This is an optimization exercise on Yosys and OpenROAD, whose aim is small area, a short achievable clock period and few clock cycles per item, not a production implementation. The RTL was checked by simulation tests, not by an equivalence proof against the original design.

`design/flow/config.mk`:
```
export PLATFORM = sky130hd
export DESIGN_NAME = xts_line_engine
export DESIGN_NICKNAME = xts_line_engine
export VERILOG_FILES = /design/flow/design.v
export SDC_FILE = /design/flow/constraint.sdc
export NUM_CORES = 8
export LEC_CHECK = 0
export CAP_MARGIN = 30
export CORE_MARGIN = 2
export CORE_UTILIZATION = 45
export GPL_ROUTABILITY_DRIVEN = 0
export PLACE_DENSITY = 0.55
export SLEW_MARGIN = 30
export TNS_END_PERCENT = 0
```
`design/flow/constraint.sdc`:
```
create_clock -name core_clock -period 10.0 [get_ports {clk}]
set_input_delay 2.0000 -clock core_clock [delete_from_list [all_inputs] [get_ports {clk}]]
set_output_delay 2.0000 -clock core_clock [all_outputs]
set_load 0.01 [all_outputs]
```
`design/flow/design.v`:
```
module sbox_top (input wire [7:0] a, output wire [17:0] p);
    wire T1 = a[4] ^ a[7];
    wire T2 = a[2] ^ a[7];
    wire T3 = a[1] ^ a[7];
    wire T4 = a[2] ^ a[4];
    wire T6 = a[1] ^ a[3] ^ a[4] ^ a[7];
    wire T8 = a[0] ^ a[1] ^ a[3] ^ a[4] ^ a[7];
    wire T9 = a[0] ^ a[5] ^ a[6];
    wire T10 = a[1] ^ a[3] ^ a[4] ^ a[5] ^ a[6] ^ a[7];
    wire T13 = a[1] ^ a[2] ^ a[4] ^ a[7];
    wire T14 = a[1] ^ a[2] ^ a[3] ^ a[4] ^ a[6] ^ a[7];
    wire T15 = a[1] ^ a[2] ^ a[3] ^ a[6];
    wire T16 = a[1] ^ a[2] ^ a[3] ^ a[5];
    wire T17 = a[0] ^ a[1] ^ a[2] ^ a[3] ^ a[6];
    wire T19 = a[0] ^ a[4] ^ a[5] ^ a[6];
    wire T20 = a[0] ^ a[5] ^ a[6] ^ a[7];
    wire T22 = a[0] ^ a[1] ^ a[5] ^ a[6];
    wire T23 = a[0] ^ a[1] ^ a[2] ^ a[5] ^ a[6] ^ a[7];
    wire T24 = a[1] ^ a[2] ^ a[3] ^ a[4] ^ a[5] ^ a[6];
    wire T25 = a[1] ^ a[2] ^ a[3] ^ a[5] ^ a[7];
    wire T26 = a[2] ^ a[3] ^ a[5] ^ a[7];
    wire T27 = a[2] ^ a[4] ^ a[5] ^ a[7];
    wire U7 = a[0];
    wire M1 = T13 & T6;
    wire M2 = T23 & T8;
    wire M3 = T14 ^ M1;
    wire M4 = T19 & U7;
    wire M5 = M4 ^ M1;
    wire M6 = T3 & T16;
    wire M7 = T22 & T9;
    wire M8 = T26 ^ M6;
    wire M9 = T20 & T17;
    wire M10 = M9 ^ M6;
    wire M11 = T1 & T15;
    wire M12 = T4 & T27;
    wire M13 = M12 ^ M11;
    wire M14 = T2 & T10;
    wire M15 = M14 ^ M11;
    wire M16 = M3 ^ M2;
    wire M17 = M5 ^ T24;
    wire M18 = M8 ^ M7;
    wire M19 = M10 ^ M15;
    wire M20 = M16 ^ M13;
    wire M21 = M17 ^ M15;
    wire M22 = M18 ^ M13;
    wire M23 = M19 ^ T25;
    wire M24 = M22 ^ M23;
    wire M25 = M22 & M20;
    wire M26 = M21 ^ M25;
    wire M27 = M20 ^ M21;
    wire M28 = M23 ^ M25;
    wire M29 = M28 & M27;
    wire M30 = M26 & M24;
    wire M31 = M20 & M23;
    wire M32 = M27 & M31;
    wire M33 = M27 ^ M25;
    wire M34 = M21 & M22;
    wire M35 = M24 & M34;
    wire M36 = M24 ^ M25;
    wire M37 = M21 ^ M29;
    wire M38 = M32 ^ M33;
    wire M39 = M23 ^ M30;
    wire M40 = M35 ^ M36;
    wire M41 = M38 ^ M40;
    wire M42 = M37 ^ M39;
    wire M43 = M37 ^ M38;
    wire M44 = M39 ^ M40;
    wire M45 = M42 ^ M41;
    wire M46 = M44 & T6;
    wire M47 = M40 & T8;
    wire M48 = M39 & U7;
    wire M49 = M43 & T16;
    wire M50 = M38 & T9;
    wire M51 = M37 & T17;
    wire M52 = M42 & T15;
    wire M53 = M45 & T27;
    wire M54 = M41 & T10;
    wire M55 = M44 & T13;
    wire M56 = M40 & T23;
    wire M57 = M39 & T19;
    wire M58 = M43 & T3;
    wire M59 = M38 & T22;
    wire M60 = M37 & T20;
    wire M61 = M42 & T1;
    wire M62 = M45 & T4;
    wire M63 = M41 & T2;
    assign p = {M63, M62, M61, M60, M59, M58, M57, M56, M55, M54, M53, M52, M51, M50, M49, M48, M47, M46};
endmodule
module sbox_bot (input wire [17:0] p, output wire [7:0] y);
    assign y[0] = ~(p[0] ^ p[2] ^ p[3] ^ p[5] ^ p[12] ^ p[13] ^ p[15] ^ p[16]);
    assign y[1] = ~(p[4] ^ p[5] ^ p[7] ^ p[8] ^ p[12] ^ p[13] ^ p[15] ^ p[16]);
    assign y[2] = p[0] ^ p[2] ^ p[3] ^ p[4] ^ p[7] ^ p[8] ^ p[10] ^ p[11] ^ p[12] ^ p[14] ^ p[15] ^ p[16];
    assign y[3] = p[1] ^ p[2] ^ p[4] ^ p[5] ^ p[9] ^ p[10] ^ p[15] ^ p[16];
    assign y[4] = p[0] ^ p[1] ^ p[3] ^ p[4] ^ p[9] ^ p[10] ^ p[15] ^ p[16];
    assign y[5] = ~(p[0] ^ p[2] ^ p[6] ^ p[8] ^ p[12] ^ p[14] ^ p[15] ^ p[17]);
    assign y[6] = ~(p[0] ^ p[1] ^ p[6] ^ p[7] ^ p[9] ^ p[10] ^ p[15] ^ p[16]);
    assign y[7] = p[3] ^ p[4] ^ p[6] ^ p[7] ^ p[9] ^ p[10] ^ p[15] ^ p[16];
endmodule
module aes_sbox (input wire [7:0] a, output wire [7:0] y);
    wire [17:0] p;
    sbox_top u_t (.a(a), .p(p));
    sbox_bot u_b (.p(p), .y(y));
endmodule
module sbox_dual_top (input wire [7:0] a, input wire [7:0] b, input wire dec, output wire [17:0] p);
    wire T1 = dec ? (b[3] ^ b[4]) : (a[4] ^ a[7]);
    wire T2 = dec ? (~(b[6] ^ b[7])) : (a[2] ^ a[7]);
    wire T3 = dec ? (b[0] ^ b[1] ^ b[3] ^ b[4]) : (a[1] ^ a[7]);
    wire T4 = dec ? (~(b[3] ^ b[4] ^ b[6] ^ b[7])) : (a[2] ^ a[4]);
    wire T6 = dec ? (b[2] ^ b[4] ^ b[5] ^ b[6]) : (a[1] ^ a[3] ^ a[4] ^ a[7]);
    wire T8 = dec ? (~(b[4] ^ b[6] ^ b[7])) : (a[0] ^ a[1] ^ a[3] ^ a[4] ^ a[7]);
    wire T9 = dec ? (~(b[0] ^ b[3] ^ b[4])) : (a[0] ^ a[5] ^ a[6]);
    wire T10 = dec ? (b[0] ^ b[3] ^ b[6] ^ b[7]) : (a[1] ^ a[3] ^ a[4] ^ a[5] ^ a[6] ^ a[7]);
    wire T13 = dec ? (~(b[0] ^ b[1] ^ b[6] ^ b[7])) : (a[1] ^ a[2] ^ a[4] ^ a[7]);
    wire T14 = dec ? (~(b[0] ^ b[1] ^ b[2] ^ b[3] ^ b[6] ^ b[7])) : (a[1] ^ a[2] ^ a[3] ^ a[4] ^ a[6] ^ a[7]);
    wire T15 = dec ? (~(b[0] ^ b[1] ^ b[2] ^ b[4] ^ b[6] ^ b[7])) : (a[1] ^ a[2] ^ a[3] ^ a[6]);
    wire T16 = dec ? (~(b[1] ^ b[3] ^ b[5] ^ b[6])) : (a[1] ^ a[2] ^ a[3] ^ a[5]);
    wire T17 = dec ? (b[0] ^ b[1] ^ b[4] ^ b[5] ^ b[6]) : (a[0] ^ a[1] ^ a[2] ^ a[3] ^ a[6]);
    wire T19 = dec ? (~(b[0] ^ b[1] ^ b[4] ^ b[6])) : (a[0] ^ a[4] ^ a[5] ^ a[6]);
    wire T20 = dec ? (~(b[0] ^ b[1] ^ b[3] ^ b[6])) : (a[0] ^ a[5] ^ a[6] ^ a[7]);
    wire T22 = dec ? (~(b[4] ^ b[6])) : (a[0] ^ a[1] ^ a[5] ^ a[6]);
    wire T23 = dec ? (b[4] ^ b[7]) : (a[0] ^ a[1] ^ a[2] ^ a[5] ^ a[6] ^ a[7]);
    wire T24 = dec ? (~(b[0] ^ b[3])) : (a[1] ^ a[2] ^ a[3] ^ a[4] ^ a[5] ^ a[6]);
    wire T25 = dec ? (~(b[3] ^ b[4] ^ b[5])) : (a[1] ^ a[2] ^ a[3] ^ a[5] ^ a[7]);
    wire T26 = dec ? (~(b[0] ^ b[4] ^ b[5] ^ b[6])) : (a[2] ^ a[3] ^ a[5] ^ a[7]);
    wire T27 = dec ? (~(b[1] ^ b[2] ^ b[3] ^ b[4])) : (a[2] ^ a[4] ^ a[5] ^ a[7]);
    wire U7 = dec ? (~(b[2] ^ b[5] ^ b[7])) : (a[0]);
    wire M1 = T13 & T6;
    wire M2 = T23 & T8;
    wire M3 = T14 ^ M1;
    wire M4 = T19 & U7;
    wire M5 = M4 ^ M1;
    wire M6 = T3 & T16;
    wire M7 = T22 & T9;
    wire M8 = T26 ^ M6;
    wire M9 = T20 & T17;
    wire M10 = M9 ^ M6;
    wire M11 = T1 & T15;
    wire M12 = T4 & T27;
    wire M13 = M12 ^ M11;
    wire M14 = T2 & T10;
    wire M15 = M14 ^ M11;
    wire M16 = M3 ^ M2;
    wire M17 = M5 ^ T24;
    wire M18 = M8 ^ M7;
    wire M19 = M10 ^ M15;
    wire M20 = M16 ^ M13;
    wire M21 = M17 ^ M15;
    wire M22 = M18 ^ M13;
    wire M23 = M19 ^ T25;
    wire M24 = M22 ^ M23;
    wire M25 = M22 & M20;
    wire M26 = M21 ^ M25;
    wire M27 = M20 ^ M21;
    wire M28 = M23 ^ M25;
    wire M29 = M28 & M27;
    wire M30 = M26 & M24;
    wire M31 = M20 & M23;
    wire M32 = M27 & M31;
    wire M33 = M27 ^ M25;
    wire M34 = M21 & M22;
    wire M35 = M24 & M34;
    wire M36 = M24 ^ M25;
    wire M37 = M21 ^ M29;
    wire M38 = M32 ^ M33;
    wire M39 = M23 ^ M30;
    wire M40 = M35 ^ M36;
    wire M41 = M38 ^ M40;
    wire M42 = M37 ^ M39;
    wire M43 = M37 ^ M38;
    wire M44 = M39 ^ M40;
    wire M45 = M42 ^ M41;
    wire M46 = M44 & T6;
    wire M47 = M40 & T8;
    wire M48 = M39 & U7;
    wire M49 = M43 & T16;
    wire M50 = M38 & T9;
    wire M51 = M37 & T17;
    wire M52 = M42 & T15;
    wire M53 = M45 & T27;
    wire M54 = M41 & T10;
    wire M55 = M44 & T13;
    wire M56 = M40 & T23;
    wire M57 = M39 & T19;
    wire M58 = M43 & T3;
    wire M59 = M38 & T22;
    wire M60 = M37 & T20;
    wire M61 = M42 & T1;
    wire M62 = M45 & T4;
    wire M63 = M41 & T2;
    assign p = {M63, M62, M61, M60, M59, M58, M57, M56, M55, M54, M53, M52, M51, M50, M49, M48, M47, M46};
endmodule
module sbox_dual_bot (input wire [17:0] p, input wire dec, output wire [7:0] y);
    assign y[0] = dec ? (p[9] ^ p[11] ^ p[15] ^ p[17]) : (~(p[0] ^ p[2] ^ p[3] ^ p[5] ^ p[12] ^ p[13] ^ p[15] ^ p[16]));
    assign y[1] = dec ? (p[3] ^ p[4] ^ p[6] ^ p[7] ^ p[12] ^ p[13] ^ p[15] ^ p[16]) : (~(p[4] ^ p[5] ^ p[7] ^ p[8] ^ p[12] ^ p[13] ^ p[15] ^ p[16]));
    assign y[2] = dec ? (p[0] ^ p[1] ^ p[4] ^ p[5] ^ p[6] ^ p[8] ^ p[12] ^ p[13] ^ p[15] ^ p[16]) : (p[0] ^ p[2] ^ p[3] ^ p[4] ^ p[7] ^ p[8] ^ p[10] ^ p[11] ^ p[12] ^ p[14] ^ p[15] ^ p[16]);
    assign y[3] = dec ? (p[0] ^ p[2] ^ p[4] ^ p[5] ^ p[6] ^ p[7] ^ p[10] ^ p[11] ^ p[12] ^ p[13] ^ p[15] ^ p[17]) : (p[1] ^ p[2] ^ p[4] ^ p[5] ^ p[9] ^ p[10] ^ p[15] ^ p[16]);
    assign y[4] = dec ? (p[0] ^ p[2] ^ p[6] ^ p[8] ^ p[12] ^ p[13] ^ p[15] ^ p[16]) : (p[0] ^ p[1] ^ p[3] ^ p[4] ^ p[9] ^ p[10] ^ p[15] ^ p[16]);
    assign y[5] = dec ? (p[1] ^ p[2] ^ p[3] ^ p[4] ^ p[6] ^ p[8] ^ p[10] ^ p[11] ^ p[12] ^ p[14] ^ p[15] ^ p[16]) : (~(p[0] ^ p[2] ^ p[6] ^ p[8] ^ p[12] ^ p[14] ^ p[15] ^ p[17]));
    assign y[6] = dec ? (p[1] ^ p[2] ^ p[3] ^ p[4] ^ p[6] ^ p[8] ^ p[9] ^ p[10] ^ p[13] ^ p[14] ^ p[15] ^ p[17]) : (~(p[0] ^ p[1] ^ p[6] ^ p[7] ^ p[9] ^ p[10] ^ p[15] ^ p[16]));
    assign y[7] = dec ? (p[3] ^ p[5] ^ p[6] ^ p[8] ^ p[12] ^ p[13] ^ p[15] ^ p[16]) : (p[3] ^ p[4] ^ p[6] ^ p[7] ^ p[9] ^ p[10] ^ p[15] ^ p[16]);
endmodule
module round_s1 (
    input  wire [127:0] x,
    input  wire         dec,
    output wire [287:0] mid
);
    wire [127:0] sr, isr;
    genvar i;
    generate
        for (i = 0; i < 16; i = i + 1) begin : g_sr
            assign sr[127-8*i -: 8]  = x[127-8*((i%4) + 4*(((i/4) + (i%4)) % 4)) -: 8];
            assign isr[127-8*i -: 8] = x[127-8*((i%4) + 4*(((i/4) + 4 - (i%4)) % 4)) -: 8];
        end
        for (i = 0; i < 16; i = i + 1) begin : g
            sbox_dual_top u (.a(sr[8*i +: 8]), .b(isr[8*i +: 8]), .dec(dec), .p(mid[18*i +: 18]));
        end
    endgenerate
endmodule
module round_s2 (
    input  wire [287:0] mid,
    input  wire         dec,
    input  wire         last,
    input  wire [127:0] k,
    output wire [127:0] y
);
    wire [127:0] ua, mc;
    genvar i;
    generate
        for (i = 0; i < 16; i = i + 1) begin : g_sb
            sbox_dual_bot u (.p(mid[18*i +: 18]), .dec(dec), .y(ua[8*i +: 8]));
        end
        for (i = 0; i < 4; i = i + 1) begin : g_mc
            aes_mixcol_dual u (.a(ua[127-32*i -: 32]), .dec(dec), .y(mc[127-32*i -: 32]));
        end
    endgenerate
    assign y = (last ? ua : mc) ^ k;
endmodule
module aes_xtime (
    input  wire [7:0] a,
    output wire [7:0] y
);
    assign y = {a[6:0], 1'b0} ^ (a[7] ? 8'h1b : 8'h00);
endmodule
module aes_mixcol_dual (
    input  wire [31:0] a,
    input  wire        dec,
    output wire [31:0] y
);
    wire [7:0] a0 = a[31:24];
    wire [7:0] a1 = a[23:16];
    wire [7:0] a2 = a[15:8];
    wire [7:0] a3 = a[7:0];
    wire [7:0] u0, u1, v0, v1;
    aes_xtime x_u0 (.a(a0 ^ a2), .y(u0));
    aes_xtime x_u1 (.a(u0), .y(u1));
    aes_xtime x_v0 (.a(a1 ^ a3), .y(v0));
    aes_xtime x_v1 (.a(v0), .y(v1));
    wire [7:0] p = dec ? u1 : 8'h00;
    wire [7:0] q = dec ? v1 : 8'h00;
    wire [7:0] b0 = a0 ^ p;
    wire [7:0] b1 = a1 ^ q;
    wire [7:0] b2 = a2 ^ p;
    wire [7:0] b3 = a3 ^ q;
    wire [7:0] x0, x1, x2, x3;
    aes_xtime u_x0 (.a(b0), .y(x0));
    aes_xtime u_x1 (.a(b1), .y(x1));
    aes_xtime u_x2 (.a(b2), .y(x2));
    aes_xtime u_x3 (.a(b3), .y(x3));
    assign y[31:24] = x0 ^ x1 ^ b1 ^ b2 ^ b3;
    assign y[23:16] = b0 ^ x1 ^ x2 ^ b2 ^ b3;
    assign y[15:8]  = b0 ^ b1 ^ x2 ^ x3 ^ b3;
    assign y[7:0]   = x0 ^ b0 ^ b1 ^ b2 ^ x3;
endmodule
module aes_mixcol (
    input  wire [31:0] a,
    output wire [31:0] y
);
    wire [7:0] a0 = a[31:24];
    wire [7:0] a1 = a[23:16];
    wire [7:0] a2 = a[15:8];
    wire [7:0] a3 = a[7:0];
    wire [7:0] x0, x1, x2, x3;
    aes_xtime u_x0 (.a(a0), .y(x0));
    aes_xtime u_x1 (.a(a1), .y(x1));
    aes_xtime u_x2 (.a(a2), .y(x2));
    aes_xtime u_x3 (.a(a3), .y(x3));
    assign y[31:24] = x0 ^ x1 ^ a1 ^ a2 ^ a3;
    assign y[23:16] = a0 ^ x1 ^ x2 ^ a2 ^ a3;
    assign y[15:8]  = a0 ^ a1 ^ x2 ^ x3 ^ a3;
    assign y[7:0]   = x0 ^ a0 ^ a1 ^ a2 ^ x3;
endmodule
module eround_s1 (
    input  wire [127:0] x,
    output wire [287:0] mid
);
    genvar i;
    generate
        for (i = 0; i < 16; i = i + 1) begin : g
            sbox_top u (.a(x[8*i +: 8]), .p(mid[18*i +: 18]));
        end
    endgenerate
endmodule
module eround_s2 (
    input  wire [287:0] mid,
    input  wire         last,
    input  wire [127:0] k,
    output wire [127:0] sb,
    output wire [127:0] y
);
    wire [127:0] sr, mc;
    genvar i;
    generate
        for (i = 0; i < 16; i = i + 1) begin : g_sb
            sbox_bot u (.p(mid[18*i +: 18]), .y(sb[8*i +: 8]));
        end
        for (i = 0; i < 16; i = i + 1) begin : g_sr
            assign sr[127-8*i -: 8] = sb[127-8*((i%4) + 4*(((i/4) + (i%4)) % 4)) -: 8];
        end
        for (i = 0; i < 4; i = i + 1) begin : g_mc
            aes_mixcol u (.a(sr[127-32*i -: 32]), .y(mc[127-32*i -: 32]));
        end
    endgenerate
    assign y = (last ? sr : mc) ^ k;
endmodule
module aes_inv_mixcol (
    input  wire [31:0] a,
    output wire [31:0] y
);
    wire [7:0] u0, u1, v0, v1;
    aes_xtime x_u0 (.a(a[31:24] ^ a[15:8]), .y(u0));
    aes_xtime x_u1 (.a(u0), .y(u1));
    aes_xtime x_v0 (.a(a[23:16] ^ a[7:0]), .y(v0));
    aes_xtime x_v1 (.a(v0), .y(v1));
    aes_mixcol u_m (.a(a ^ {u1, v1, u1, v1}), .y(y));
endmodule
module key_step_a (
    input  wire [255:0] k,
    input  wire         inv,
    input  wire         rot,
    output wire [71:0]  p
);
    wire [31:0] w   = inv ? k[159:128] : k[31:0];
    wire [31:0] sin = rot ? {w[23:0], w[31:24]} : w;
    sbox_top u_s0 (.a(sin[31:24]), .p(p[71:54]));
    sbox_top u_s1 (.a(sin[23:16]), .p(p[53:36]));
    sbox_top u_s2 (.a(sin[15:8]),  .p(p[35:18]));
    sbox_top u_s3 (.a(sin[7:0]),   .p(p[17:0]));
endmodule
module key_step_sub (
    input  wire [71:0] p,
    output wire [31:0] s
);
    sbox_bot u_s0 (.p(p[71:54]), .y(s[31:24]));
    sbox_bot u_s1 (.p(p[53:36]), .y(s[23:16]));
    sbox_bot u_s2 (.p(p[35:18]), .y(s[15:8]));
    sbox_bot u_s3 (.p(p[17:0]),  .y(s[7:0]));
endmodule
module key_step_next (
    input  wire [255:0] k,
    input  wire [31:0]  s,
    input  wire         inv,
    input  wire [7:0]   rcon,
    output wire [255:0] kn
);
    wire [31:0] w0 = k[255:224];
    wire [31:0] w1 = k[223:192];
    wire [31:0] w2 = k[191:160];
    wire [31:0] w3 = k[159:128];
    wire [31:0] w4 = k[127:96];
    wire [31:0] w5 = k[95:64];
    wire [31:0] w6 = k[63:32];
    wire [31:0] w7 = k[31:0];
    wire [31:0] t  = s ^ {rcon, 24'h0};
    wire [31:0] c1 = w0 ^ w1;
    wire [31:0] c2 = c1 ^ w2;
    wire [31:0] c3 = c2 ^ w3;
    wire [31:0] n0 = w0 ^ t;
    wire [31:0] n1 = c1 ^ t;
    wire [31:0] n2 = c2 ^ t;
    wire [31:0] n3 = c3 ^ t;
    wire [31:0] p0 = w4 ^ t;
    wire [31:0] p1 = w5 ^ w4;
    wire [31:0] p2 = w6 ^ w5;
    wire [31:0] p3 = w7 ^ w6;
    assign kn = inv ? {p0, p1, p2, p3, k[255:128]} : {k[127:0], n0, n1, n2, n3};
endmodule
module xts_line_engine (
    input  wire         clk,
    input  wire         rst,
    input  wire         in_valid,
    output wire         in_ready,
    input  wire         in_decrypt,
    input  wire [255:0] in_key1,
    input  wire [255:0] in_key2,
    input  wire [39:0]  in_line,
    input  wire [47:0]  in_gen,
    input  wire [511:0] in_data,
    output wire         out_valid,
    input  wire         out_ready,
    output wire [511:0] out_data
);
    function automatic [127:0] bswap128(input [127:0] x);
        integer b;
        begin
            for (b = 0; b < 16; b = b + 1)
                bswap128[8*b +: 8] = x[8*(15-b) +: 8];
        end
    endfunction
    function automatic [255:0] bswap256(input [255:0] x);
        integer b;
        begin
            for (b = 0; b < 32; b = b + 1)
                bswap256[8*b +: 8] = x[8*(31-b) +: 8];
        end
    endfunction
    function automatic [127:0] mul_a(input [127:0] t);
        mul_a = {t[126:0], 1'b0} ^ {120'h0, (t[127] ? 8'h87 : 8'h00)};
    endfunction
    function automatic [127:0] mul_ainv(input [127:0] u);
        reg [127:0] v;
        begin
            v = u ^ {120'h0, (u[0] ? 8'h87 : 8'h00)};
            mul_ainv = {u[0], v[127:1]};
        end
    endfunction
    function automatic [7:0] rcon_of(input [3:0] i);
        rcon_of = i[0] ? 8'h00 : (8'h01 << i[3:1]);
    endfunction
    reg  [4:0]   dcnt;       
    reg  [4:0]   tcnt;       
    reg          has_n;      
    reg          t_done;     
    reg          d_valid;    
    reg          out_full;   
    reg          wr1;        
    reg          ld1;        
    reg          in_rdy;
    reg          n_dec;      
    reg          d_dec;      
    reg          go;         
    reg          en;         
    reg          ldsel;      
    reg          dec1;       
    reg          last2;      
    reg          en_b, ldsel_b, dec1_b, last2_b, dec2_b;
    reg  [511:0] buffer;     
    reg  [511:0] obuf;       
    reg  [255:0] k1c;        
    reg  [255:0] k1n;        
    reg  [255:0] k2;         
    reg  [127:0] tc;         
    reg  [127:0] tr2;        
    reg  [287:0] tr1;        
    reg  [3:0]   ks_i;       
    reg  [71:0]  kc1;        
    reg  [3:0]   kc_i;
    reg  [127:0] rk0;        
    assign in_ready  = in_rdy;
    assign out_valid = out_full;
    assign out_data  = obuf;
    wire acc  = in_valid & in_rdy;
    wire take = out_full & out_ready;
    wire d0   = (dcnt == 5'd0);
    wire ldn  = go & has_n;
    wire wr   = go & d_valid;
    wire tact = has_n & ~t_done;
    wire [4:0] dcnt_n     = d0 ? {4'd0, go} : ((dcnt == 5'd27) ? 5'd0 : dcnt + 5'd1);
    wire       d0_n       = (dcnt_n == 5'd0);
    wire       has_n_n    = acc | (has_n & ~ldn);
    wire       t_done_n   = ~(acc | ldn) & (t_done | (tact & (tcnt == 5'd27)));
    wire       d_valid_n  = go ? has_n : d_valid;
    wire       out_full_n = wr1 | (out_full & ~take);
    wire       n_dec_n    = in_rdy ? in_decrypt : n_dec;
    wire       d_dec_n    = ldn ? n_dec : d_dec;
    wire       go_n       = d0_n & ~out_full_n &
                            ((has_n_n & t_done_n) | (d_valid_n & ~has_n_n));
    always @(posedge clk) begin
        en_b    <= ~d0_n | go_n;
        ldsel_b <= (dcnt_n[4:1] == 4'd0);
        dec1_b  <= d0_n ? n_dec_n : d_dec_n;
        last2_b <= d0_n | (dcnt_n == 5'd27);
        dec2_b  <= d_dec_n;
    end
    always @(posedge clk) begin
        if (rst) begin
            dcnt     <= 5'd0;
            tcnt     <= 5'd0;
            has_n    <= 1'b0;
            t_done   <= 1'b0;
            d_valid  <= 1'b0;
            out_full <= 1'b0;
            wr1      <= 1'b0;
            ld1      <= 1'b0;
            in_rdy   <= 1'b1;
            n_dec    <= 1'b0;
            d_dec    <= 1'b0;
            go       <= 1'b0;
            en       <= 1'b0;
            ldsel    <= 1'b1;
            dec1     <= 1'b0;
            last2    <= 1'b1;
        end else begin
            dcnt     <= dcnt_n;
            has_n    <= has_n_n;
            t_done   <= t_done_n;
            d_valid  <= d_valid_n;
            out_full <= out_full_n;
            wr1      <= wr;
            ld1      <= ldn;
            in_rdy   <= ~has_n_n | go_n;
            n_dec    <= n_dec_n;
            d_dec    <= d_dec_n;
            go       <= go_n;
            en       <= ~d0_n | go_n;
            ldsel    <= (dcnt_n[4:1] == 4'd0);
            dec1     <= d0_n ? n_dec_n : d_dec_n;
            last2    <= d0_n | (dcnt_n == 5'd27);
            if (acc)
                tcnt <= 5'd1;
            else if (tact)
                tcnt <= tcnt + 5'd1;
        end
    end
    wire [127:0] tweak_in = bswap128({40'h0, in_gen, in_line});
    wire [255:0] key1_in  = bswap256(in_key1);
    wire [255:0] key2_in  = bswap256(in_key2);
    wire [3:0]   ks_idx = tcnt[4:1];
    wire         ks_rot = ~ks_idx[0];
    wire [31:0]  k2_w   = ks_rot ? {k2[23:0], k2[31:24]} : k2[31:0];
    wire [31:0]  k1n_w  = ks_rot ? {k1n[23:0], k1n[31:24]} : k1n[31:0];
    wire [127:0] te_x   = in_rdy  ? (tweak_in ^ key2_in[255:128]) :
                          tcnt[0] ? {tr2[127:64], k1n_w, k2_w} : tr2;
    wire [287:0] te_mid;
    wire [127:0] te_sb, te_y;
    eround_s1 u_te1 (.x(te_x), .mid(te_mid));
    eround_s2 u_te2 (.mid(tr1), .last(tcnt == 5'd27), .k(k2[127:0]), .sb(te_sb), .y(te_y));
    wire [255:0] k2_next, k1n_next;
    key_step_next u_kn2 (.k(k2),  .s(te_sb[31:0]),  .inv(1'b0), .rcon(rcon_of(ks_i)), .kn(k2_next));
    key_step_next u_kn1 (.k(k1n), .s(te_sb[63:32]), .inv(1'b0), .rcon(rcon_of(ks_i)), .kn(k1n_next));
    wire [127:0] tn = bswap128(tr2);
    always @(posedge clk) begin
        tr1  <= te_mid;
        ks_i <= ks_idx;
        if (tact & tcnt[0])
            tr2 <= te_y;
        else if (go)
            tr2 <= bswap128(mul_a(tn));
        if (in_rdy) begin
            k2  <= key2_in;
            k1n <= key1_in;
        end else begin
            if (tact & ~tcnt[0])
                k2 <= k2_next;
            if (tact & ~tcnt[0] & n_dec)
                k1n <= k1n_next;
        end
    end
    wire [127:0] k1c_hi = k1c[255:128];
    wire [127:0] k1c_hi_imc;
    genvar c;
    generate
        for (c = 0; c < 4; c = c + 1) begin : g_kimc
            aes_inv_mixcol u (.a(k1c_hi[127-32*c -: 32]), .y(k1c_hi_imc[127-32*c -: 32]));
        end
    endgenerate
    wire [127:0] rk2 = d_dec ? (last2 ? k1c_hi : k1c_hi_imc) : k1c[127:0];
    always @(posedge clk)
        rk0 <= n_dec ? k1n[127:0] : k1n[255:128];
    wire [127:0] tn2 = mul_a(mul_a(tn));
    wire [127:0] tc2 = mul_a(mul_a(tc));
    wire [127:0] r2_0, r2_1;
    wire [127:0] res0 = bswap128(r2_0) ^ tc;
    wire [127:0] res1 = bswap128(r2_1) ^ tc2;
    data_unit u_d0 (
        .clk(clk), .en(en), .ldsel(ldsel),
        .ld(bswap128(obuf[255:128]) ^ (bswap128(tn) ^ rk0)),
        .dec1(dec1), .dec2(d_dec), .last2(last2), .rk(rk2), .r2(r2_0)
    );
    data_unit u_d1 (
        .clk(clk), .en(en_b), .ldsel(ldsel_b),
        .ld(bswap128(obuf[511:384]) ^ (bswap128(tn2) ^ rk0)),
        .dec1(dec1_b), .dec2(dec2_b), .last2(last2_b), .rk(rk2), .r2(r2_1)
    );
    wire [3:0]   kc_q   = dcnt[4:1];
    wire [3:0]   kc_idx = d_dec ? (4'd12 - kc_q) : kc_q;
    wire [71:0]  kc_p;
    wire [31:0]  kc_s;
    wire [255:0] k1c_next;
    key_step_a    u_kca (.k(k1c), .inv(d_dec), .rot(~kc_idx[0]), .p(kc_p));
    key_step_sub  u_kcs (.p(kc1), .s(kc_s));
    key_step_next u_kcn (.k(k1c), .s(kc_s), .inv(d_dec), .rcon(rcon_of(kc_i)), .kn(k1c_next));
    always @(posedge clk) begin
        kc1  <= kc_p;
        kc_i <= kc_idx;
        if (ldn)
            k1c <= k1n;
        else if (~dcnt[0] & ~d0)
            k1c <= k1c_next;
        if (go)
            tc <= mul_a(tc);
        else if (ld1)
            tc <= mul_ainv(tn);
    end
    always @(posedge clk)
        if (in_rdy)
            buffer <= in_data;
    wire pre_ld = go_n & has_n_n;    
    always @(posedge clk) begin
        if (wr) begin
            obuf[127:0]   <= res0;
            obuf[383:256] <= res1;
        end
        if (pre_ld) begin
            obuf[255:128] <= buffer[127:0];
            obuf[511:384] <= buffer[383:256];
        end else if (ldn) begin
            obuf[255:128] <= buffer[255:128];
            obuf[511:384] <= buffer[511:384];
        end else if (wr1) begin
            obuf[255:128] <= res0;
            obuf[511:384] <= res1;
        end
    end
endmodule
module data_unit (
    input  wire         clk,
    input  wire         en,
    input  wire         ldsel,
    input  wire [127:0] ld,
    input  wire         dec1,
    input  wire         dec2,
    input  wire         last2,
    input  wire [127:0] rk,
    output reg  [127:0] r2
);
    reg  [287:0] r1;
    wire [287:0] mid;
    wire [127:0] y;
    round_s1 u_s1 (.x(ldsel ? ld : r2), .dec(dec1), .mid(mid));
    round_s2 u_s2 (.mid(r1), .dec(dec2), .last(last2), .k(rk), .y(y));
    always @(posedge clk) begin
        if (en) begin
            r1 <= mid;
            r2 <= y;
        end
    end
endmodule
```
`design/flow/flow/run.sh`:
```
#!/bin/bash
# Layout flow: the standard flow (standard.sh), with the standard
# synthesis run first and unchanged, then the layout steps with:
#  - the port buffers (every input and output still gets one) made from
#    sky130_fd_sc_hd__buf_2 instead of the default choice.
# Each make run's output goes to its own log file here.
set -euo pipefail
MARGIN=$(cat flow/setup_margin.txt)
bash standard.sh synth > synth.log 2>&1
bash standard.sh SETUP_SLACK_MARGIN=$MARGIN "BUFFER_PORTS_ARGS=-buffer_cell sky130_fd_sc_hd__buf_2" finish > layout.log 2>&1
```
`design/flow/flow/setup_margin.txt`:
```
6.0
```
`design/flow/standard.sh`:
```
#!/bin/bash
# synth_recipe.tcl (not shown) runs the flow's synth.tcl, then flattens the netlist and writes it again
# the make line also repeats each setting of config.mk as NAME=value (left out here)
make -C /OpenROAD-flow-scripts/flow DESIGN_CONFIG=/design/flow/config.mk WORK_HOME=/design/flow/orfs CLKGATE_MAP_FILE= SYNTH_SCRIPT=/design/flow/synth_recipe.tcl "${@:-finish}"
```
==> results.yml, run 1 <==
cts:
  numCtsBuffers: 402
  cts.sinks: 3405
  cts_tree: "done"
  cts_buffer_depth: 4
  h-tree-depth: 5
  insertion_delay_ns: 1.14
  path_clk_slew_ns: 0.07
  root_buffer: "clkbuf_16"
timing:
  final_max_slew_viol_count: 0
  skew_ns: 0.120
  fmax_ghz: 0.223
  layout_min_cycle_time_ns: 4.48
  maxSlewHeadroom_pct: 14.6
  finalWorstSetupSlack_ns: 5.52
  hold_ws_ns: 0.415
  fin_tns_setup_ns: 0
  hold_viol: 0
  worst_slew_pin_slew_ns: 1.27
  period_share_pct: 44.8
  rsz0062_at_grt: "true"
  setup_viol: 0
synthesis:
  ys_async_sr_fraction_pct: 0
  syn_nets: 25953
  yosysUniqueCellTypes: 112
  synth_top_area_share_pct: 32.7
  synth_top_area_cell: "edfxtp_1"
  syn_inst: 24831
  ys_ff_latch: 3405
  avgSynthCellArea_sq_um: 10.7
  netlist_area_sq_mm: 0.265
  synth-edff-count: 2880
  yosys_warnings: 2
  synthFlopType: "edfxtp_1"
  synth_seq_area_share_pct: 36.6
  synth_area_leaders: "edfxtp_1 33%, xnor2_1 19%, xor2_1 8.6%"
global_route:
  grtUsageTotal_pct: 42.6
  grt_pass1_wl_microns: 1720000
  grt_pass1_vias: 195649
  grt_max_degree: 211
  overflow: 0
  antenna_found_initial: 315
floorplan:
  die_height_microns: 771
  start_util_pct: 45.2
  die_w_microns: 771
  fp.dieArea_sq_mm: 0.595
  rows: 281
  io-pin-count: 1631
  core_sq_mm: 0.586
placement:
  dp_hpwl_microns: 1040000
  io_buffer_count: 1630
  pre_cts_ws_ns: 3.41
critical_path:
  timing.reg2reg.worst_path_depth: 16
  arrival_ns: 5.31
  crit_type: "reg2reg"
  end_kind: "flop"
  crit_chain: "buf_12, inv_16, buf_16, or3b_2, a21o_1, o2111a_2, xnor2_4, xnor2_1, nor2_2, buf_4, xnor2_2, xnor2_2, xnor3_1, xnor2_1, mux2i_1, xor2_1"
  cp-start-kind: "flop"
  required_ns: 10.83
  critPathMaxStageDelay_ns: 0.46
  cp_max_fo: 17
  slowest_stage: "or3b_2"
cells_and_area:
  fillers: 49745
  final_cell_mix: "4905 x xnor2_1, 2880 x edfxtp_1, 2199 x xor2_1"
  syn2layout_area_growth_pct: 26.4
  final_nets: 29087
  layout_commonest_cell: "xnor2_1"
  drive_above_1_share_pct: 27.4
routing:
  routedWlPerCell_microns: 36.1
  vias_per_cell: 5.87
  vias: 216349
  ant_nets: 0
  wl_microns: 1330000
  first_pass_iters: 9
  drcViolationCount: 0
  drt-initial-drc-count: 30370
worst_hold_path:
  hp-class: "reg2reg"
  min_path_cells: 0
job:
  maxCapViolCount: 0
run_status:
  status: "complete, no violations"
-- cell usage after synthesis, types with 35 or more instances --
cell type and instances:
xnor2_2 178, a21oi_1 1047, mux4_2 35, o31ai_1 41, buf_4 51, a21o_1 63
o21ai_0 1286, nor3_1 158, xor3_1 336, mux2i_4 80, nand3_1 140, nand2b_1 190
or3_1 35, or2_2 67, buf_1 96, xor2_1 2602, a211oi_1 253, xnor2_1 5768
xnor3_1 533, mux2_2 677, inv_1 169, a31oi_1 58, dfxtp_1 525, and3_1 56
o22ai_1 106, xor2_2 46, o211ai_1 186, buf_2 209, nand2_1 1898, mux2i_2 119
nor3b_1 54, and2_1 151, nor2b_1 147, clkbuf_1 809, o21a_1 83, mux2i_1 937
nor2_1 2028, edfxtp_1 2880, o21ai_1 143, a22oi_1 38
-- critical path: cells and delay by family (launching register included) --
| kind | cells | cell delay [ns] |
|---|---|---|
| xor gates and xnor gates | 7 | 1.75 |
| buffers and inverters | 4 | 0.67 |
| and+or+nand+nor | 2 | 0.54 |
| AOI/OAI and AO/OA | 2 | 0.49 |
| DFF | 1 | 0.36 |
| muxes | 1 | 0.21 |
-- per-stage QoR --
stage,area (sq um),cells,utilization (%)
2_1_floorplan,265000,24831,-
3_3_place_gp,283000,33648,48.4
3_5_place_dp,284000,33653,48.5
4_1_cts,322000,35532,54.9
5_1_grt,334000,36667,57.1
6_report,335000,36838,57.1
-- cells by family (layout without fill, tap and decap cells) --
| group | count (synthesis) | in the layout | share of synthesized area [%] |
|---|---|---|---|
| AND/OR/NAND/NOR | 5023 | 5026 | 8.08 |
| adder cells (fa/ha/maj) | 22 | 22 | 0.0879 |
| AO/OA/AOI/OAI | 3667 | 3667 | 8.18 |
| multiplexers | 1851 | 1851 | 8.03 |
| XOR/XNOR | 9478 | 9494 | 36.8 |
| buffers and inverters | 1385 | 4848 | 2.25 |
| flip-flops | 3405 | 3405 | 36.6 |
| other | 0 | 743 | 0 |
-- worst paths after layout --
path | from | to | slack (ns)
worst max-delay path | d_dec | u_d0.r2[36] | 5.52
worst min-delay path | tcnt[4] | ks_i[3] | 0.42
worst max register to register | d_dec | u_d0.r2[36] | 5.52
worst min register to register | tcnt[4] | ks_i[3] | 0.42
-- cell type report --
cell class	instances	area, sq um	area share [%]
multi-input combinational	20060	181000	54.0
sequential	3405	97100	29.0
timing repair buffer	3912	31000	9.26
clock buffer	530	11200	3.33
tap	7782	9740	2.91
clock inverter	222	2620	0.783
antenna	743	1860	0.555
inverter	183	746	0.223
timing repair inverter	1	8.76	0.00262
-- layer usage --
layer,vias up,share of wire [%],wire (microns),track usage (%)
li1,92267,-,-,-
met1,106612,35,465000,51.1
met2,13941,40,535000,58.8
met3,3415,12,165000,13.8
met4,114,12,164000,43.1
met5,-,0.081,1080,0
-- registers in the layout, summed over array words and instances, names as in the netlist, 5 cells and up --
register / count
buffer: 512
dcnt: 5
k1c: 256
k1n: 256
k2: 256
kc1: 72
obuf: 512
rk0: 128
tc: 128
tcnt: 5
tr1: 288
tr2: 128
u_d0.r1: 288
u_d0.r2: 128
u_d1.r1: 288
u_d1.r2: 128
-- timing repair --
item                                    in CTS  in global routing
gates cloned                                32                 21
endpoints found under the setup margin    2235               1887
buffers inserted                          1095                538
gates resized for setup                   1739                926
pin swaps                                  303                322
hold buffers                                 0                  0
Testbench counts, summed over its fixed seeds: cycles 7,416, lines 256.
==> inputs of run 2 (changes only) <==
--- a/design/flow/config.mk
+++ b/design/flow/config.mk
@@ -10,3 +10,2 @@
 export CORE_UTILIZATION = 45
-export GPL_ROUTABILITY_DRIVEN = 0
 export PLACE_DENSITY = 0.55
==> run 2 against run 1 <==
Fmax down 0.97%. Clock-buffer cell count down 1. Flip-flop and latch count unchanged. Final area down 1.5%. Clock skew down 0.011 ns. Die area unchanged. Still clean on timing, DRC and antenna. First-iteration DRC count down 6.5%. Synthesized cell count unchanged. Largest cell class unchanged.
==> results.yml, run 2 <==
synthesis:
  syn_nets: 25953
  syn_inst: 24831
  yosysUniqueCellTypes: 112
  synth_area_leaders: "edfxtp_1 33%, xnor2_1 19%, xor2_1 8.6%"
  yosys_warnings: 2
  netlist_area_sq_mm: 0.265
  ys_ff_latch: 3405
  yosys.area_share.adder_pct: 0.0879
  synth_top_area_cell: "edfxtp_1"
  synth-edff-count: 2880
  synth_mux_area_share_pct: 8.03
  synth_top_family_by_area: "XOR/XNOR gates"
  synth_seq_area_share_pct: 36.6
  avgSynthCellArea_sq_um: 10.7
  synth_common_cells: "5768 x xnor2_1, 2880 x edfxtp_1, 2602 x xor2_1, 2028 x nor2_1, 1898 x nand2_1"
  synth_compound_area_share_pct: 8.18
  yosys.area_share.simple_pct: 8.08
  ys_async_sr_fraction_pct: 0
  synth_xor_area_share_pct: 36.8
  post-synth-top-count-cell: "xnor2_1"
  synth_top_area_share_pct: 32.7
  synthFlopType: "edfxtp_1"
run_status:
  status: "complete, no violations"
critical_path:
  arrival_ns: 5.39
  crit_chain: "xor3_1, mux2i_4, buf_12, buf_4, xnor3_1, xor2_1, o21ai_1, xnor2_1, xnor2_2, buf_4, xor2_4, o22a_1, nor2_1, or4_1, a211oi_1"
  cp-start-kind: "flop"
  cp_max_fo: 8
  crit_type: "reg2reg"
  path_common_cell: "buf_4"
  critPathMaxStageDelay_ns: 0.57
  slowest_stage: "edfxtp_1"
  end_kind: "flop"
  required_ns: 10.86
  r2r_setup_slack_ns: 5.47
floorplan:
  core_sq_mm: 0.586
  die_height_microns: 771
  start_util_pct: 45.2
  fp.dieArea_sq_mm: 0.595
  die_w_microns: 771
  rows: 281
  io-pin-count: 1631
timing:
  fmax_ghz: 0.221
  layout_min_cycle_time_ns: 4.53
  finalWorstSetupSlack_ns: 5.47
  maxSlewHeadroom_pct: 14.4
  worst_slew_pin_slew_ns: 1.28
  hold_viol: 0
  hold_ws_ns: 0.418
  rsz0062_at_grt: "true"
  fin_tns_setup_ns: 0
  final_max_slew_viol_count: 0
  period_share_pct: 45.3
  skew_ns: 0.109
  setup_viol: 0
global_route:
  grt-busiest-layer: "met2"
  grt_pass1_vias: 194551
  globalRouteMet1Util_pct: 54.3
  grt_max_degree: 182
  grtUsageTotal_pct: 44.1
  antenna_found_initial: 292
  met3_usage_pct: 12.3
  overflow: 0
  globalRouteMet2Util_pct: 62.0
  grt_pass1_wl_microns: 1760000
placement:
  pre_cts_ws_ns: 3.33
  gp_congestion: 1.07
  dpl-instance-area_sq_mm: 0.285
  dp_hpwl_microns: 1090000
  io_buffer_count: 1630
cts:
  cts_buffer_depth: 4
  h-tree-depth: 5
  numCtsBuffers: 408
  cts_hold_buffers: 0
  cts.sinks: 3405
  insertion_delay_ns: 1.13
  root_buffer: "clkbuf_16"
  path_clk_slew_ns: 0.06
  cts_tree: "done"
cells_and_area:
  final_core_util_pct: 56.3
  final_nets: 28814
  layout_commonest_cell: "xnor2_1"
  drive_above_1_share_pct: 26.0
  fillers: 51185
  largestRegisters: "buffer: 512 flops, obuf: 512 flops"
  multi_input_comb_area_sq_mm: 0.178
  final_cell_mix: "5002 x xnor2_1, 2880 x edfxtp_1, 2217 x xor2_1"
  ff_latch_area_sq_mm: 0.0971
  design_area_sq_mm: 0.330
  syn2layout_area_growth_pct: 24.6
routing:
  first_pass_iters: 10
  drcViolationCount: 0
  drt-initial-drc-count: 28393
  vias: 213103
  ant_nets: 0
  vias_per_cell: 5.83
  routedWlPerCell_microns: 37.4
  wl_microns: 1370000
job:
  maxCapViolCount: 0
worst_hold_path:
  hp-class: "reg2reg"
-- run 2: worst max-delay path: cells and delay by family (launching register included) --
family	cells	cell delay [ns]
xor gates and xnor gates	6	1.86
AOI/OAI and AO/OA	3	0.60
buffers and inverters	3	0.58
DFF	1	0.57
and+or+nand+nor	2	0.46
muxes	1	0.18
-- run 2: cell families after synthesis --
logic type                 after synthesis
DFF                                   3405
buffers and inverters                 1385
xor gates and xnor gates              9478
and+or+nand+nor                       5023
muxes                                 1851
adders and majority gates               22
AOI/OAI and AO/OA                     3667
-- run 2: timing repair --
item	CTS	global route
resized for setup	1329	954
endpoints found under the setup margin	2335	2072
pin swaps	168	235
setup buffers	796	547
cloned	21	18
-- run 2: path summary, 6_finish.rpt --
check	startpoint	endpoint	cells after the start
max	tr2[114]	u_d1.r1[42]	15
min	tcnt[3]	ks_i[2]	0
max reg2reg	tr2[114]	u_d1.r1[42]	15
min reg2reg	tcnt[3]	ks_i[2]	0
-- run 2: final cells by class --
class / instances / area share [%]
Timing Repair Buffer: 3642 / 8.54
Antenna cell: 719 / 0.545
Clock buffer: 529 / 3.39
Sequential cell: 3405 / 29.4
Multi-Input combinational cell: 20052 / 54.1
Inverter: 183 / 0.227
Clock inverter: 238 / 0.862
Tap cell: 7782 / 2.95
-- run 2: through the flow --
step                      cells
after global placement    33670
final                     36550
after detailed placement  33678
after floorplan           24831
after CTS                 35262
after global routing      36410
-- run 2: routing by layer --
layer  wire length (microns)  part of all wire [%]
met5                    1030                 0.075
met4                  156000                    11
met3                  150000                    11
met2                  561000                    41
met1                  498000                    36
==> inputs of run 3 (changes only) <==
--- a/design/flow/config.mk
+++ b/design/flow/config.mk
@@ -10,2 +10,3 @@
 export CORE_UTILIZATION = 45
+export CTS_BUF_LIST = sky130_fd_sc_hd__clkbuf_8
 export PLACE_DENSITY = 0.55
==> run 3 against run 2 <==
Final area up 0.66%. Critical path type unchanged. Critical path depth is 4 lower. Worst setup slack worse by 0.035 ns. Wire length up 0.76%. First-iteration DRC count is 0.17% higher. Global-route usage increased by 0.36 points. Register-to-register slack worse by 0.04 ns. Largest cell class unchanged.
==> results.yml, run 3 <==
timing:
  final_max_slew_viol_count: 0
  period_share_pct: 45.6
  maxSlewHeadroom_pct: 15.8
  skew_ns: 0.162
  hold_viol: 0
  setup_viol: 0
  fin_tns_setup_ns: 0
  hold_ws_ns: 0.397
  layout_min_cycle_time_ns: 4.56
  worst_slew_pin_slew_ns: 1.26
  fmax_ghz: 0.219
  rsz0062_at_grt: "true"
placement:
  dp_hpwl_microns: 1090000
  io_buffer_count: 1630
  gp_congestion: 1.07
floorplan:
  io-pin-count: 1631
  die_height_microns: 771
  core_sq_mm: 0.586
  fp.dieArea_sq_mm: 0.595
  start_util_pct: 45.2
  die_w_microns: 771
  rows: 281
global_route:
  met3_usage_pct: 12.9
  globalRouteMet1Util_pct: 54.6
  overflow: 0
  grtUsageTotal_pct: 44.4
  globalRouteMet2Util_pct: 62.5
  grt_pass1_vias: 198586
  antenna_found_initial: 302
  grt_pass1_wl_microns: 1780000
  grt-busiest-layer: "met2"
  grt_max_degree: 182
job:
  maxCapViolCount: 0
routing:
  ant_nets: 0
  drt-initial-drc-count: 28440
  drcViolationCount: 0
  first_pass_iters: 9
  wl_microns: 1380000
  routedWlPerCell_microns: 37.0
  vias: 215939
  vias_per_cell: 5.81
synthesis:
  synth_top_area_cell: "edfxtp_1"
  synth_compound_area_share_pct: 8.18
  synth_seq_area_share_pct: 36.6
  yosys.area_share.simple_pct: 8.08
  synth_top_family_by_area: "XOR/XNOR gates"
  synth_common_cells: "5768 x xnor2_1, 2880 x edfxtp_1, 2602 x xor2_1, 2028 x nor2_1, 1898 x nand2_1"
  ys_ff_latch: 3405
  yosysUniqueCellTypes: 112
  syn_inst: 24831
  synth_xor_area_share_pct: 36.8
  yosys.area_share.adder_pct: 0.0879
  avgSynthCellArea_sq_um: 10.7
  synth_top_area_share_pct: 32.7
  synth_mux_area_share_pct: 8.03
  yosys_warnings: 2
  ys_async_sr_fraction_pct: 0
  netlist_area_sq_mm: 0.265
  synthFlopType: "edfxtp_1"
  synth_area_leaders: "edfxtp_1 33%, xnor2_1 19%, xor2_1 8.6%"
  post-synth-top-count-cell: "xnor2_1"
  synth-edff-count: 2880
  syn_nets: 25953
critical_path:
  critPathMaxStageDelay_ns: 0.46
  required_ns: 11.00
  crit_type: "reg2reg"
  crit_chain: "buf_4, buf_16, buf_12, nand2_1, o211ai_1, a31oi_1, nand3_1, or2_4, buf_8, buf_16, a21oi_1"
  path_common_cell: "buf_16"
  cp-start-kind: "flop"
  slowest_stage: "or2_4"
  end_kind: "flop"
  arrival_ns: 5.57
  cp_max_fo: 181
cells_and_area:
  drive_above_1_share_pct: 27.3
  largestRegisters: "buffer: 512 flops, obuf: 512 flops"
  layout_commonest_cell: "xnor2_1"
  final_cell_mix: "4968 x xnor2_1, 2880 x edfxtp_1, 2228 x xor2_1"
  syn2layout_area_growth_pct: 25.4
  fillers: 51256
  final_nets: 29285
cts:
  cts_tree: "done"
  insertion_delay_ns: 1.43
  path_clk_slew_ns: 0.07
  numCtsBuffers: 639
  cts_hold_buffers: 0
  cts_buffer_depth: 4
  cts.sinks: 3405
  root_buffer: "clkbuf_8"
  h-tree-depth: 6
run_status:
  status: "complete, no violations"
worst_hold_path:
  hp-class: "reg2reg"
run 3: cell counts after synthesis:
No cell type changed its count.
run 3: kinds of logic after synthesis:
family / after synthesis
buffers and inverters: 1385
multiplexers: 1851
XOR/XNOR: 9478
adder cells (fa/ha/maj): 22
AO/OA/AOI/OAI: 3667
flip-flops: 3405
AND/OR/NAND/NOR: 5023
run 3: path summary, 6_finish.rpt:
kind         slack [ns]         to     from  depth (start not counted)
min reg2reg        0.40    ks_i[2]  tcnt[3]                          0
min                0.40    ks_i[2]  tcnt[3]                          0
max                5.44  obuf[436]   in_rdy                         11
max reg2reg        5.44  obuf[436]   in_rdy                         11
run 3: worst max-delay path, delay by kind of cell (launching register included):
kind	cells	cell delay [ns]
AOI/OAI and AO/OA	3	0.49
buffers and inverters	5	1.76
and+or+nand+nor	3	0.90
DFF	1	0.38
run 3: cell type report:
type                            instances  area (sq um)  share of cell area (%)
Clock buffer                          686          9440                    2.84
Tap cell                             7782          9740                    2.93
Clock inverter                        487          3620                    1.09
Antenna cell                          715          1790                   0.539
Timing Repair Buffer                 3882         30800                    9.29
Sequential cell                      3405         97100                    29.2
Inverter                              183           741                   0.223
Multi-Input combinational cell      20052        179000                    53.9
run 3: metrics by stage:
step | instances | setup slack, ns | area, sq um | utilization [%]
after floorplan | 24831 | 2.18 | 265000 | -
after global placement | 33670 | 3.32 | 284000 | 48.5
after detailed placement | 33678 | 3.33 | 285000 | 48.6
after CTS | 36006 | 5.68 | 321000 | 54.8
after global routing | 37051 | 5.51 | 332000 | 56.6
final | 37192 | 5.44 | 332000 | 56.7
run 3: per-layer routing:
layer / wire [microns] / share of wire (%)
met5: 593 / 0.043
met4: 156000 / 11
met2: 564000 / 41
met1: 502000 / 36
met3: 155000 / 11
run 3: timing repair:
| action | 4_1_cts | 5_1_grt |
|---|---|---|
| cloned | 25 | 14 |
| setup endpoints to repair | 2589 | 2045 |
| pin swaps | 267 | 247 |
| buffers inserted | 1130 | 454 |
| resized for setup | 1713 | 753 |
==> inputs of run 4 (changes only) <==
--- a/design/flow/config.mk
+++ b/design/flow/config.mk
@@ -10,3 +10,3 @@
 export CORE_UTILIZATION = 45
-export CTS_BUF_LIST = sky130_fd_sc_hd__clkbuf_8
+export CTS_BUF_LIST = sky130_fd_sc_hd__clkbuf_4 sky130_fd_sc_hd__clkbuf_8
 export PLACE_DENSITY = 0.55
==> run 4 against run 3 <==
Register-to-register slack improved by 0.02 ns. Largest cell class unchanged. Clock-buffer cell count rose by 183. Fmax rose by 0.46%. Synthesized area unchanged. Cell count grew 0.12%. Global-route usage about the same. Non-clock buffer count up 23. Synthesized cell count unchanged. Flip-flop and latch count did not move.
==> results.yml, run 4 <==
floorplan:
  rows: 281
  die_height_microns: 771
  core_sq_mm: 0.586
  die_w_microns: 771
  fp.dieArea_sq_mm: 0.595
  start_util_pct: 45.2
  io-pin-count: 1631
routing:
  vias_per_cell: 5.82
  drcViolationCount: 0
  wl_microns: 1380000
  drt-initial-drc-count: 29140
  first_pass_iters: 6
  routedWlPerCell_microns: 37.0
  vias: 216647
  ant_nets: 0
critical_path:
  crit_start: "k1n[27]"
  reg2reg_from: "k1n[27]"
  cp-start-kind: "flop"
  required_ns: 11.30
  end_kind: "flop"
  crit_type: "reg2reg"
  arrival_ns: 5.84
  timing.reg2reg.worst_path_depth: 14
  cp_max_fo: 7
  worstSetupEndpoint: "tr1[89]"
  rr_endpoint: "tr1[89]"
  r2r_setup_slack_ns: 5.46
run_status:
  status: "complete, no violations"
cts:
  numCtsBuffers: 639
  insertion_delay_ns: 1.42
  cts_tree: "done"
  root_buffer: "clkbuf_8"
  cts.sinks: 3405
  h-tree-depth: 6
  path_clk_slew_ns: 0.07
  cts_buffer_depth: 4
cells_and_area:
  fillers: 51105
  final_nets: 29307
  largestRegisters: "buffer: 512 flops, obuf: 512 flops"
  multi_input_comb_area_sq_mm: 0.179
  ff_latch_area_sq_mm: 0.0971
  drive_above_1_share_pct: 28.1
  final_cell_mix: "4956 x xnor2_1, 2880 x edfxtp_1, 2230 x xor2_1"
  layout_commonest_cell: "xnor2_1"
  syn2layout_area_growth_pct: 25.8
global_route:
  antenna_found_initial: 321
  globalRouteMet1Util_pct: 54.6
  grtUsageTotal_pct: 44.5
  grt_max_degree: 182
  met3_usage_pct: 12.8
  grt_pass1_wl_microns: 1780000
  grt_pass1_vias: 198663
  grt-busiest-layer: "met2"
  globalRouteMet2Util_pct: 62.3
  overflow: 0
timing:
  rsz0062_at_grt: "true"
  skew_ns: 0.153
  maxSlewHeadroom_pct: 18.4
  period_share_pct: 45.4
  worst_slew_pin_slew_ns: 1.22
  hold_viol: 0
  hold_ws_ns: 0.401
  fmax_ghz: 0.220
  layout_min_cycle_time_ns: 4.54
  setup_viol: 0
  final_max_slew_viol_count: 0
  fin_tns_setup_ns: 0
synthesis:
  synth_compound_area_share_pct: 8.18
  synth_top_family_by_area: "XOR/XNOR gates"
  synth_area_leaders: "edfxtp_1 33%, xnor2_1 19%, xor2_1 8.6%"
  yosys_warnings: 2
  synth_top_area_share_pct: 32.7
  synth_mux_area_share_pct: 8.03
  netlist_area_sq_mm: 0.265
  ys_ff_latch: 3405
  syn_nets: 25953
  synthFlopType: "edfxtp_1"
  synth-edff-count: 2880
  avgSynthCellArea_sq_um: 10.7
  synth_xor_area_share_pct: 36.8
  syn_inst: 24831
  post-synth-top-count-cell: "xnor2_1"
  ys_async_sr_fraction_pct: 0
  synth_top_area_cell: "edfxtp_1"
  synth_seq_area_share_pct: 36.6
  yosysUniqueCellTypes: 112
  yosys.area_share.adder_pct: 0.0879
  yosys.area_share.simple_pct: 8.08
  synth_common_cells: "5768 x xnor2_1, 2880 x edfxtp_1, 2602 x xor2_1, 2028 x nor2_1, 1898 x nand2_1"
placement:
  dp_hpwl_microns: 1090000
  gp_congestion: 1.07
  io_buffer_count: 1630
job:
  maxCapViolCount: 0
worst_hold_path:
  hp-class: "reg2reg"
  min_path_cells: 0
==> run 4: worst max-delay path, stage by stage (launching register included) <==
cell      delay (ns)
edfxtp_1        0.81
mux2_2          0.57
mux2i_1         0.39
xnor2_1         0.22
o21ai_4         0.10
buf_12          0.15
xnor2_2         0.24
xor2_1          0.15
nor4b_1         0.45
a211oi_2        0.12
xnor2_2         0.34
nor2_1          0.14
nand2b_1        0.17
a221oi_1        0.39
a21boi_0        0.22
==> run 4: metrics by stage <==
| step | instances | utilization, % | instance area, sq um | setup slack (ns) |
|---|---|---|---|---|
| after floorplan | 24831 | - | 265000 | 2.18 |
| after global placement | 33670 | 48.5 | 284000 | 3.32 |
| after detailed placement | 33678 | 48.6 | 285000 | 3.33 |
| after CTS | 36009 | 55.0 | 322000 | 5.68 |
| after global routing | 37065 | 56.8 | 333000 | 5.49 |
| final | 37238 | 56.9 | 333000 | 5.46 |
==> run 4: cells by family after synthesis <==
family / count (synthesis)
AO/OA/AOI/OAI: 3667
XOR/XNOR: 9478
adder cells (fa/ha/maj): 22
buffers and inverters: 1385
flip-flops: 3405
multiplexers: 1851
AND/OR/NAND/NOR: 5023
==> run 4: how the worst min path moves through the flow <==
stage | from | end | slack [ns]
final | tcnt[3] | ks_i[2] | 0.40
after global routing | tcnt[3] | ks_i[2] | 0.41
after CTS | tcnt[3] | ks_i[2] | 0.38
after detailed placement | tcnt[3] | ks_i[2] | 0.40
after global placement | tcnt[4] | ks_i[3] | 0.39
after floorplan | tcnt[4] | ks_i[3] | 0.37
==> run 4: cell type report <==
| class | instances | share of cell area, % |
|---|---|---|
| Tap cell | 7782 | 2.92 |
| Sequential cell | 3405 | 29.1 |
| Multi-Input combinational cell | 20051 | 53.7 |
| Timing Repair Buffer | 3905 | 9.32 |
| Clock buffer | 869 | 3.25 |
| Antenna cell | 739 | 0.555 |
| Inverter | 183 | 0.222 |
| Clock inverter | 304 | 0.881 |
==> run 4: routing by layer <==
| layer | up-vias | wire [microns] |
|---|---|---|
| met5 | - | 970 |
| met4 | 108 | 159000 |
| met3 | 3032 | 154000 |
| met2 | 13070 | 562000 |
| met1 | 107684 | 502000 |
| li1 | 92753 | - |
==> run 4: what timing repair did <==
action	4_1_cts	5_1_grt
hold buffers	0	0
setup endpoints to repair	2589	2166
gates resized for setup	1720	776
cloned	27	13
setup buffers	1131	473
pin swaps	272	244
endpoints found under the hold margin	0	0

-- static timing again, ports no longer ideal --
The flow's constraints put no driver on any port. The routed layouts listed below were extracted and timed again, unchanged, in two steps. Step 1 (the two cells are an assumption about what drives the block):
set clk [get_ports {clk}]
set_driving_cell -lib_cell sky130_fd_sc_hd__clkbuf_16 $clk
set_driving_cell -lib_cell sky130_fd_sc_hd__buf_2 [delete_from_list [all_inputs] $clk]
Step 2, shift: input delay + t, output delay - t, t = (earliest + latest rising clock arrival at the registers) / 2. This alone moves slack from input paths to output paths. Slacks: no drivers / after step 1 / after step 2; pairs: no drivers / after step 1.
| run | t (ns) | setup WS [ns] | worst register clock-pin slew, ns |
|---|---|---|---|
| run 1 | 1.221 | 5.518 / 5.496 / 4.274 | 0.07 / 0.07 |
| run 2 | 1.223 | 5.474 / 5.402 / 4.180 | 0.07 / 0.07 |
| run 3 | 1.503 | 5.439 / 5.439 / 4.160 | 0.08 / 0.08 |
| run 4 | 1.506 | 5.460 / 5.460 / 4.158 | 0.08 / 0.08 |
After both steps every run listed still meets setup and hold. The setup slack of run 4, which loses most, moves by 0.000 ns with the drivers and by -1.302 ns with both steps.
